This is an optimization exercise on Yosys and OpenROAD, whose aim is small area, a short achievable clock period and few clock cycles per item, not a production implementation.
The RTL was checked by simulation tests, not by an equivalence proof against the original design.

## flow/design.v (module list and top-level ports; edited modules follow where they fit)
// module loop_pv: 1374 lines
// module bk_add: 41 lines
// module bk_add2: 44 lines
module loop_pv (
    input  wire         clk,
    input  wire         rst,
    input  wire [511:0] coef_c,
    input  wire [79:0]  coef_s,
    input  wire [1:0]   bq_en,
    input  wire [30:0]  ilim,
    input  wire [31:0]  fe_max,
    input  wire         start,
    input  wire         pos_en,
    input  wire [63:0]  p_set,      
    input  wire [63:0]  pos_fb,     
    input  wire [63:0]  v_set,      
    input  wire [63:0]  a_set,      
    input  wire [31:0]  v_fb,       
    output reg          ready,
    output reg          done,
    output reg  [31:0]  ep,
    output reg  [31:0]  vref,
    output reg  [31:0]  iqref,
    output reg          sat,
    output reg          sat_evt,
    output reg          fe
);
  // ...
==> flow/flow/run.sh <==
#!/bin/bash
# The standard layout (the standard.sh: standard synthesis, then ORFS to
# the final layout), with one change: the port buffers that global placement
# inserts on every input and output are sky130_fd_sc_hd__buf_1 instead of the
# default choice. The make output goes to standard.log; ORFS writes each
# step's log under orfs/logs/.
set -euo pipefail
bash standard.sh "BUFFER_PORTS_ARGS=-buffer_cell sky130_fd_sc_hd__buf_1" finish > standard.log 2>&1
==> flow/standard.sh <==
#!/bin/bash
# synth_recipe.tcl (not shown) runs the flow's synth.tcl, then flattens the netlist and writes it again
# the make line also repeats each setting of config.mk as NAME=value (left out here)
make -C /OpenROAD-flow-scripts/flow DESIGN_CONFIG=/design/flow/config.mk WORK_HOME=/design/flow/orfs CLKGATE_MAP_FILE= SYNTH_SCRIPT=/design/flow/synth_recipe.tcl "${@:-finish}"
==> flow/config.mk <==
export PLATFORM = sky130hd
export DESIGN_NAME = loop_pv
export DESIGN_NICKNAME = loop_pv
export VERILOG_FILES = /design/flow/design.v
export SDC_FILE = /design/flow/constraint.sdc
export NUM_CORES = 4
export LEC_CHECK = 0
export ABC_AREA = 1
export CAP_MARGIN = 20
export CORE_MARGIN = 2
export CORE_UTILIZATION = 40
export SLEW_MARGIN = 20
==> flow/constraint.sdc <==
create_clock -name core_clock -period 50.0 [get_ports {clk}]
set_input_delay 10.0000 -clock core_clock [delete_from_list [all_inputs] [get_ports {clk}]]
set_output_delay 10.0000 -clock core_clock [all_outputs]
set_load 0.01 [all_outputs]
==> flow_summary.ini, run 1 <==
[final_layout]
area_growth_pct = 12.1
inv_count = 1750
n_fill_cell = 22961
n_all_buffers = 1194
top_regs = acc: 65 flops, i_int: 65 flops, prod: 65 flops
final_common_cell = nand2_1
nMultiInputCombCells = 7728

[hold_path]
worstHoldPathType = flop to flop

[floorplan]
dieWidth_um = 481
ioPinCount = 1050
core_area_um2 = 227000
die-area_um2 = 231000
start_util_pct = 40.1

[logic_synthesis]
async_flop_share_pct = 0
syn_area_um2 = 91000
synth.most_common_cell = nand2_1
synth_flop_cell = edfxtp_1
netlist_instances = 11189

[drt]
drt_iter0_markers = 10229
drc = 0
met3_length_mm = 47.3

[status]
outcome = timing/DRC/antenna clean

[clock_tree]
cts_tree = yes

[place]
pre_cts_ws_ns = 37.90

[worst_setup_path]
slowest_delay_ns = 1.16
rr_startpoint = u[23]
cp.depth = 37
path_class = flop to flop

[global_route]
grt_max_degree = 163

[timing]
fin_crit_sh_pct = 25.3
clock_skew_ns = 0.0916
slew_headroom_pct = 11.4

[job]
maxCapViolCount = 0
Testbench counts, summed over its fixed seeds: cycles 84,798, items 8,000.
==> inputs of run 2 (changes only) <==
--- a/flow/design.v
+++ b/flow/design.v
@@ -87,54 +87,46 @@
     wire [28:0] vs_w;
     bk_add #(29) a_vs (.a({vsv[28], vsv[28:1]}), .b(29'd0), .ci(vsv[0]), .s(vs_w), .co());
     wire [31:0] vs_cv = {{3{vs_w[28]}}, vs_w};
     wire [32:0] acs_w;
     bk_add #(33) a_acs (.a({acv[32], acv[32:1]}), .b(33'd0), .ci(acv[0]), .s(acs_w), .co());
     wire [31:0] acs_cv = (acs_w[32] == acs_w[31]) ? acs_w[31:0] :
                          (acs_w[32] ? MIN32 : MAX32);
     wire [32:0] ev_w = {vr[31], vr} - {vfb[31], vfb};
-    wire signed [31:0] ev = (ev_w[32] == ev_w[31]) ? ev_w[31:0] :
-                            (ev_w[32] ? MIN32 : MAX32);
     wire [31:0] nilim_n;
     bk_add #(32) a_nil (.a(~{1'b0, ilim_r}), .b(32'd0), .ci(1'b1), .s(nilim_n), .co());
     wire [32:0] d_hi = {2'b00, ilim_r} - {u[31], u};      
     wire [32:0] d_lo = {nilim[31], nilim} - {u[31], u};   
     wire [32:0] e_lo = {u[31], u} + {2'b00, ilim_r};      
     wire        c_hi = d_hi[32];                          
     wire        c_lo = e_lo[32];                          
-    wire [32:0] aw_x = c_hi ? d_hi : c_lo ? d_lo : 33'd0;
     wire [31:0] iq   = c_hi ? {1'b0, ilim_r} : c_lo ? nilim : u;
     wire signed [31:0] x1_0r = q0_ok ? x1_0 : 32'sd0;
     wire signed [31:0] x2_0r = q0_ok ? x2_0 : 32'sd0;
     wire signed [31:0] y1_0r = q0_ok ? y1_0 : 32'sd0;
     wire signed [31:0] y2_0r = q0_ok ? y2_0 : 32'sd0;
     wire signed [31:0] x1_1r = q1_ok ? x1_1 : 32'sd0;
     wire signed [31:0] x2_1r = q1_ok ? x2_1 : 32'sd0;
     wire signed [31:0] y1_1r = q1_ok ? y1_1 : 32'sd0;
     wire signed [31:0] y2_1r = q1_ok ? y2_1 : 32'sd0;
-    reg  signed [32:0] mx;
-    always @* begin
-        case (t)
-            T_POS:         mx = {ep_c[31], ep_c};
-            T_VFF:         mx = {vsv[31], vsv};
-            T_KIV, T_KPV:  mx = {ev[31], ev};
-            T_AFF:         mx = {acs_h[31], acs_h};
-            T_AW:          mx = aw_x;
-            5'd7:          mx = {x1_0r[31], x1_0r};
-            5'd8:          mx = {x2_0r[31], x2_0r};
-            5'd9:          mx = {y1_0r[31], y1_0r};
-            5'd10:         mx = {y2_0r[31], y2_0r};
-            5'd12:         mx = {x1_1r[31], x1_1r};
-            5'd13:         mx = {x2_1r[31], x2_1r};
-            5'd14:         mx = {y1_1r[31], y1_1r};
-            5'd15:         mx = {y2_1r[31], y2_1r};
-            default:       mx = {u[31], u};            
-        endcase
-    end
+    reg  x_ep, x_vs, x_ev, x_acs, x_u, x_aw;
+    reg  x_x10, x_x20, x_y10, x_y20, x_x11, x_x21, x_y11, x_y21;
+    wire [31:0] mx_e = ({32{x_ep}}  & ep_c)  | ({32{x_vs}}  & vsv)   | ({32{x_acs}} & acs_h) |
+                       ({32{x_u}}   & u)     |
+                       ({32{x_x10}} & x1_0r) | ({32{x_x20}} & x2_0r) |
+                       ({32{x_y10}} & y1_0r) | ({32{x_y20}} & y2_0r) |
+                       ({32{x_x11}} & x1_1r) | ({32{x_x21}} & x2_1r) |
+                       ({32{x_y11}} & y1_1r) | ({32{x_y21}} & y2_1r);
+    wire        ev_ok = (ev_w[32] == ev_w[31]);
+    wire signed [32:0] mx = {mx_e[31], mx_e} |
+                            ({33{x_ev && ev_ok}}  & {ev_w[31], ev_w[31:0]}) |
+                            ({33{x_ev && !ev_ok}} & (ev_w[32] ? {1'b1, MIN32} : {1'b0, MAX32})) |
+                            ({33{x_aw && c_hi}}   & d_hi) |
+                            ({33{x_aw && c_lo}}   & d_lo);
     wire [32:0] bm_ae = {mc, 1'b0};
     wire [33:0] bm_bx = {mx[32], mx};
     wire bm_one0 = bm_ae[1] ^ bm_ae[0];
     wire bm_two0 = (bm_ae[2] & ~bm_ae[1] & ~bm_ae[0]) | (~bm_ae[2] & bm_ae[1] & bm_ae[0]);
     wire bm_neg0 = bm_ae[2];
     wire [33:0] bm_pp0 = (({34{bm_one0}} & bm_bx) | ({34{bm_two0}} & {bm_bx[32:0], 1'b0})) ^ {34{bm_neg0}};
     wire bm_one1 = bm_ae[3] ^ bm_ae[2];
     wire bm_two1 = (bm_ae[4] & ~bm_ae[3] & ~bm_ae[2]) | (~bm_ae[4] & bm_ae[3] & bm_ae[2]);
@@ -1274,16 +1266,30 @@
         ilim_r <= ilim;
         nilim  <= nilim_n;
         bqe    <= bq_en;
         z_aff  <= (coef_c[5*32 +: 32] == 32'd0);
         z_aw   <= (coef_c[4*32 +: 32] == 32'd0);
         prod   <= prod_n;
         ms2    <= ms;
         t2     <= t;
+        x_ep   <= (t_n == T_POS);
+        x_vs   <= (t_n == T_VFF);
+        x_ev   <= (t_n == T_KIV) || (t_n == T_KPV);
+        x_acs  <= (t_n == T_AFF);
+        x_aw   <= (t_n == T_AW);
+        x_u    <= (t_n == 5'd6) || (t_n == 5'd11);
+        x_x10  <= (t_n == 5'd7);
+        x_x20  <= (t_n == 5'd8);
+        x_y10  <= (t_n == 5'd9);
+        x_y20  <= (t_n == 5'd10);
+        x_x11  <= (t_n == 5'd12);
+        x_x21  <= (t_n == 5'd13);
+        x_y11  <= (t_n == 5'd14);
+        x_y21  <= (t_n == 5'd15);
         b_vc   <= (t == T_VFF);
         b_ii   <= (t == T_KIV) || (t == T_KPV) || (t == T_AW);
         b_acc  <= (t == T_AFF) || (t == 5'd7) || (t == 5'd8) || (t == 5'd9) || (t == 5'd10) ||
                   (t == 5'd12) || (t == 5'd13) || (t == 5'd14) || (t == 5'd15);
         neg    <= (t == 5'd9) || (t == 5'd10) || (t == 5'd14) || (t == 5'd15);
         w_acc  <= (t == T_KPV) || (t == T_AFF) || (t >= 5'd6 && t <= 5'd15);
         w_uy   <= (t == T_AFF) || (t == T_KPV && z_aff) || (t == 5'd10) || (t == 5'd15);
         pr <= p_set;
==> run 2 against run 1 <==
Compared with the run above:
- first-iteration DRC count decreased by 6.4%
- clock skew fell by 0.011 ns
- worst setup slack improved by 0.92 ns
- die area down 1.3%
- largest cell class unchanged
- via count fell by 3.7%
- area after synthesis down 1.4%
==> flow_summary.ini, run 2 <==
[clock_tree]
clock_sinks = 1089
cts.clk_slew.worst_paths_ns = 0.06
hold_buffers = 0
cts_buffer_depth = 3
cts_tree = yes
insertion_delay_ns = 0.82
post_cts.repair.setup_buffers = 0
ctsResizeCount = 0
htree_levels = 3
cts_buffers = 120
cts_root_buf = clkbuf_16

[final_layout]
n_fill_cell = 22082
final_common_cell = nand2_1
layout_common_cells = nand2_1 (1,969), inv_1 (1,637), buf_1 (982), xor2_1 (729), o21ai_0 (647)
drive_gt1_share_pct = 4.59
area_growth_pct = 12.2
top_regs = acc: 65 flops, i_int: 65 flops, prod: 65 flops
regArea_um2 = 28200
final_area_um2 = 101000
fin_nets = 13460
multi_input_area_um2 = 53000

[global_route]
gr-total-overflow = 0
grt_pass1_vias = 79855
grt_usage_pct = 32.7
antenna_found_initial = 58
grt_pass1_wl_mm = 548
grt_max_degree = 237

[floorplan]
start_util_pct = 40.3
ioPinCount = 1050
dieWidth_um = 478
rows = 173
die-area_um2 = 228000
fp.dieH_um = 478
core_area_um2 = 223000

[drt]
postRouteAntennaNets = 0
dr.pass1.iters = 6
totalWireLength_mm = 386
post_drt_wl_per_cell_um = 26.6
drt_iter0_markers = 9578
drc = 0
viasPerCell = 5.69
via_count = 82530

[logic_synthesis]
synth_edf_count = 641
async_flop_share_pct = 0
synth_cell_types = 72
avgSynthCellArea_um2 = 8.39
synth.most_common_cell = nand2_1
synth_flop_cell = edfxtp_1
yosys-top-cells-count = nand2_1 (1,973), inv_1 (1,649), xor2_1 (730)
yosys-top-cells-area = edfxtp_1 (21%), fa_1 (13%), dfxtp_1 (10%)
yosysTopAreaCell = edfxtp_1
yosys_warnings = 8
syn_nets = 12770
netlist_instances = 10698
synth_seq_cells = 1089
syn_area_um2 = 89800
ys_seq_area_share_pct = 31.4
synth_top_area_share_pct = 21.4

[worst_setup_path]
slowest_delay_ns = 0.62
cp_top_family = buffers and inverters
arrival_ns = 1.72
ff2ff_setup_slack_ns = 38.45
required_ns = 40.00
end_kind = output port
critical_path_buf_inv_count = 1
path_class = flop to output port
crit_path_start_kind = flop
crit_chain = buf_1
cp_max_fo = 2
worst_path_max_delay_cell = buf_1

[timing]
timing.final.ws_setup_ns = 38.28
clock_skew_ns = 0.0808
slew_headroom_pct = 18.7
period_needed_ns = 11.72
slew_violations = 0
fin_crit_sh_pct = 23.4
setup_violations = 0
tns_ns = 0
fmax_mhz = 85.3
worst_pin_slew_ns = 1.21
rsz0062_at_grt = false
final_hold_viol_count = 0

[place]
dpl-instance-area_um2 = 96400
io_buffers = 983
pre_cts_ws_ns = 37.94
place_congestion = 1.01
post-dp-hpwl_mm = 299

[hold_path]
worstHoldPathType = flop to flop

[status]
outcome = timing/DRC/antenna clean

[job]
maxCapViolCount = 0
[run 2: changes by cell type after synthesis, moves of 27 or more]
cell	delta
o21ai_1	-87
a221oi_1	+63
nand2_1	-52
inv_1	-41
buf_1	-43
o211ai_1	+100
a21oi_1	-121
o21ai_0	-210
nor2_1	-51
xnor2_1	-27
nand3_1	-126
xor2_1	+106
[run 2: layout make-up]
class                      instances  area share, %
antenna                           36         0.0894
clock buffer                     179           3.56
clock inverter                    47          0.633
inverter                        1686           6.29
multi-input combinational       7324           52.6
sequential                      1089           28.0
tap                             2975           3.70
timing repair buffer            1167           5.09
[run 2: logic make-up after synthesis]
| logic type | count (synthesis) | share of synthesized area (%) |
|---|---|---|
| AOI/OAI and AO/OA | 2142 | 14.7 |
| xor gates and xnor gates | 840 | 8.20 |
| adders and majority gates | 1123 | 20.4 |
| buffers and inverters | 2285 | 9.83 |
| DFF | 1089 | 31.4 |
| muxes | 78 | 0.878 |
| and+or+nand+nor | 3141 | 14.6 |
[run 2: worst reg2reg max path: cells and delay by family, from the launching register on]
family | cells | cell delay [ns]
AOI/OAI and AO/OA | 9 | 2.36
xor gates and xnor gates | 1 | 0.20
adders and majority gates | 9 | 4.38
buffers and inverters | 5 | 1.78
DFF | 1 | 0.59
and+or+nand+nor | 15 | 2.06
[run 2: stage by stage]
step / hold slack [ns] / utilization (%) / std cells
2_1_floorplan: 0.310 / - / 10698
3_3_place_gp: 0.313 / 43.3 / 14236
3_5_place_dp: 0.312 / 43.3 / 14237
4_1_cts: 0.328 / 45.2 / 14463
5_1_grt: 0.332 / 45.2 / 14497
6_report: 0.326 / 45.2 / 14503
[run 2: per-layer routing]
metal | track usage (%) | share of wire, % | up-vias
met5 | 0.210 | 0.046 | -
met3 | 7.71 | 10 | 905
li1 | - | - | 36974
met2 | 50.4 | 44 | 4564
met4 | 21.5 | 7.7 | 18
met1 | 40.9 | 38 | 40069
[run 2: worst paths after layout]
kind | to | depth (start not counted) | from
setup / recovery | iqref[27] | 1 | iqref[27]
hold / removal | ms2[2] | 0 | ms[2]
hold reg to reg | ms2[2] | 0 | ms[2]
setup reg to reg | prod[61] | 39 | u[9]
Testbench counts of run 2, summed over its fixed seeds: cycles 84,798, items 8,000.

==> re-timing with driven ports <==
The flow's constraints put no driver on any port. The routed layouts listed below were extracted and timed again, unchanged, in two steps. Step 1, drivers: a clkbuf_16 drives clk and a buf_2 each remaining input, both assumed. Step 2 times the ports against the registers' clock, not the clock port: input delays grow and output delays shrink by t, the midpoint of the rising clock arrivals with the driver on. Slacks: ideal ports / drivers / drivers and shift; pairs: ideal ports / drivers.
run | t, ns | slack for setup (ns) | worst setup path at the end
run 1 | 0.895 | 37.364 / 37.364 / 37.364 | register to register
run 2 | 0.879 | 38.280 / 38.185 / 37.909 | input to register
After both steps setup and hold are still met in every run listed. For run 2, which loses most, drivers alone change the setup slack by -0.095 ns; drivers and shift together by -0.371 ns.
